What follows belongs to an exercise in optimizing a design on an open flow for small area and a short achievable clock period; a production flow would make more cautious choices.
Where RTL was checked, it was by simulation tests only, not by an equivalence proof against the original.

## lw_cv_rx
module lw_cv_rx (
    input  wire        clk,
    input  wire        rst,
    input  wire [1:0]  cfg_poly,
    input  wire        cfg_refin,
    input  wire        cfg_refout,
    input  wire        cfg_xorout,
    input  wire        cfg_init,
    input  wire        cfg_order,
    input  wire [7:0]  cfg_skip,
    input  wire        in_valid,
    input  wire        in_sop,
    input  wire        in_eop,
    input  wire        in_disc,
    input  wire [3:0]  in_nbytes,
    input  wire [63:0] in_data,
    input  wire        cnt_clr,
    output reg         cv_valid,
    output reg  [1:0]  cv_res,
    output reg  [31:0] cv_last,
    output reg  [31:0] cv_units,
    output reg  [15:0] cv_fail,
    output reg  [15:0] cv_short
);
Settings: LEC_CHECK=0, CAP_MARGIN=20, CORE_MARGIN=2, CORE_UTILIZATION=30, PLACE_DENSITY=0.5, SLEW_MARGIN=20; clock period 33.0 ns.
standard.sh (not shown) runs the stock make flow with config.mk's settings and CLKGATE_MAP_FILE= SYNTH_SCRIPT=/design/flow/synth_recipe.tcl, a recipe that flattens the netlist after the stock synthesis.
==> flow/flow/run.sh <==
#!/bin/bash
# Layout flow: the standard flow (standard.sh) with two changes.
# 1. Synthesis maps the combinational logic with flow/abc_map.script instead of
#    ORFS's abc_speed.script, which restructures the XOR networks into much
#    larger logic. Everything else in synthesis, including the flip-flop
#    mapping, is the standard synthesis (flow/abc_synth.tcl wraps it).
# 2. The port buffers are buf_2 cells rather than the default delay buffers.
# Each tool's output goes to a log file in this folder (synth.log, layout.log)
# besides ORFS's own logs under orfs/logs.
set -euo pipefail
here=$(pwd)
export FLOW_ABC_SCRIPT=$here/flow/abc_map.script
export FLOW_STD_SYNTH=$here/synth_recipe.tcl
extra=(BUFFER_PORTS_ARGS="-buffer_cell sky130_fd_sc_hd__buf_2")
[[ -f flow/params.sh ]] && source flow/params.sh
# same make command as standard.sh, with our synthesis script, for synthesis only
sed -e "s#SYNTH_SCRIPT=[^ ]*#SYNTH_SCRIPT=$here/flow/abc_synth.tcl#" standard.sh > synth_only.sh
bash synth_only.sh synth "${extra[@]}" > synth.log 2>&1
# the rest of the standard flow reuses that synthesis
bash standard.sh finish "${extra[@]}" > layout.log 2>&1
==> flow/flow/abc_map.script <==
strash
dch
map -D 4000
topo
buffer -c
stime -c
upsize -c
dnsize -c
==> flow/flow/abc_synth.tcl <==
# The standard flow's synthesis script, but with the combinational logic mapped by
# abc_map.script instead of ORFS's abc_speed.script. Everything else,
# including the flip-flop mapping, is the standard synthesis.
proc abc {args} {
  set i [lsearch -exact $args -script]
  if { $i >= 0 } {
    lset args [expr { $i + 1 }] $::env(FLOW_ABC_SCRIPT)
  }
  yosys abc {*}$args
}
source $::env(FLOW_STD_SYNTH)
Rerun with:
--- a/flow/design.v
+++ b/flow/design.v
@@ -554,13 +554,16 @@
     wire [3:0] dskip    = skip_big ? in_nbytes : skip_e[3:0];
     wire [3:0] kcnt     = in_nbytes - dskip;
     wire [7:0] skip_nx  = skip_big ? skip_e - {4'd0, in_nbytes} : 8'd0;
     wire [3:0] cnt_sum  = {1'b0, cnt_e} + kcnt;
     wire [2:0] cnt_nx   = (cnt_sum > 4'd4) ? 3'd4 : cnt_sum[2:0];
     wire       use_init = in_sop | (skip_q != 8'd0);
-    wire [31:0] s_e     = use_init ? (init_e ? sinit(poly_e, dskip) : 32'h0) : s_cur;
+    wire       skip_ge  = (skip_e[7:4] != 4'd0) | (skip_e[3:0] >= in_nbytes);
+    wire [31:0] init_a  = sinit(poly_e, in_nbytes);
+    wire [31:0] init_b  = sinit(poly_e, {1'b0, skip_e[2:0]});
+    wire [31:0] s_e     = use_init ? (init_e ? (skip_ge ? init_a : init_b) : 32'h0) : s_cur;
     reg  [63:0] bdat;
     integer j;
     always @* begin
         for (j = 0; j < 8; j = j + 1)
             bdat[63-8*j -: 8] = (skip_e > j) ? 8'h00 :
                                 (refin_e ? rev8(in_data[8*j +: 8]) : in_data[8*j +: 8]);
Result: The new run completed with no timing, DRC or antenna violations. Count of clock-buffer cells in the layout increases by 7. Register-to-register slack is worse by 0.80 ns. Via count came out higher by 9.2%. Routed wire length climbs by 9.6%. Worst setup slack is better by 0.23 ns. First-iteration DRC count rises by 19%. Design area grows by 4.6%.
No functional check of the RTL was part of the second run of this note.

static timing again, ports no longer ideal:
Ports are ideal in the flow. The routed layouts listed here were re-timed in OpenROAD.
Step 1, drivers: a clkbuf_16 drives clk and a buf_2 each remaining input, both assumed.
Step 2 adds t to the input delays and takes it off the output delays; t is the mean of the earliest and latest rising clock arrival at the registers after step 1. Input paths then give back, and output paths get back, about the clock's delay inside the block.
a / b / c = ideal / step 1 / step 2; a / b = the first two.
run	t, ns	slack for setup (ns)	worst setup path at the end
the first run	0.661	19.604 / 19.538 / 19.658	input to register
the second run	0.619	19.832 / 19.763 / 19.385	input to register
After both steps every run listed still meets setup and hold. The setup slack of the second run, which loses most, moves by -0.069 ns with the drivers and by -0.447 ns with both steps.
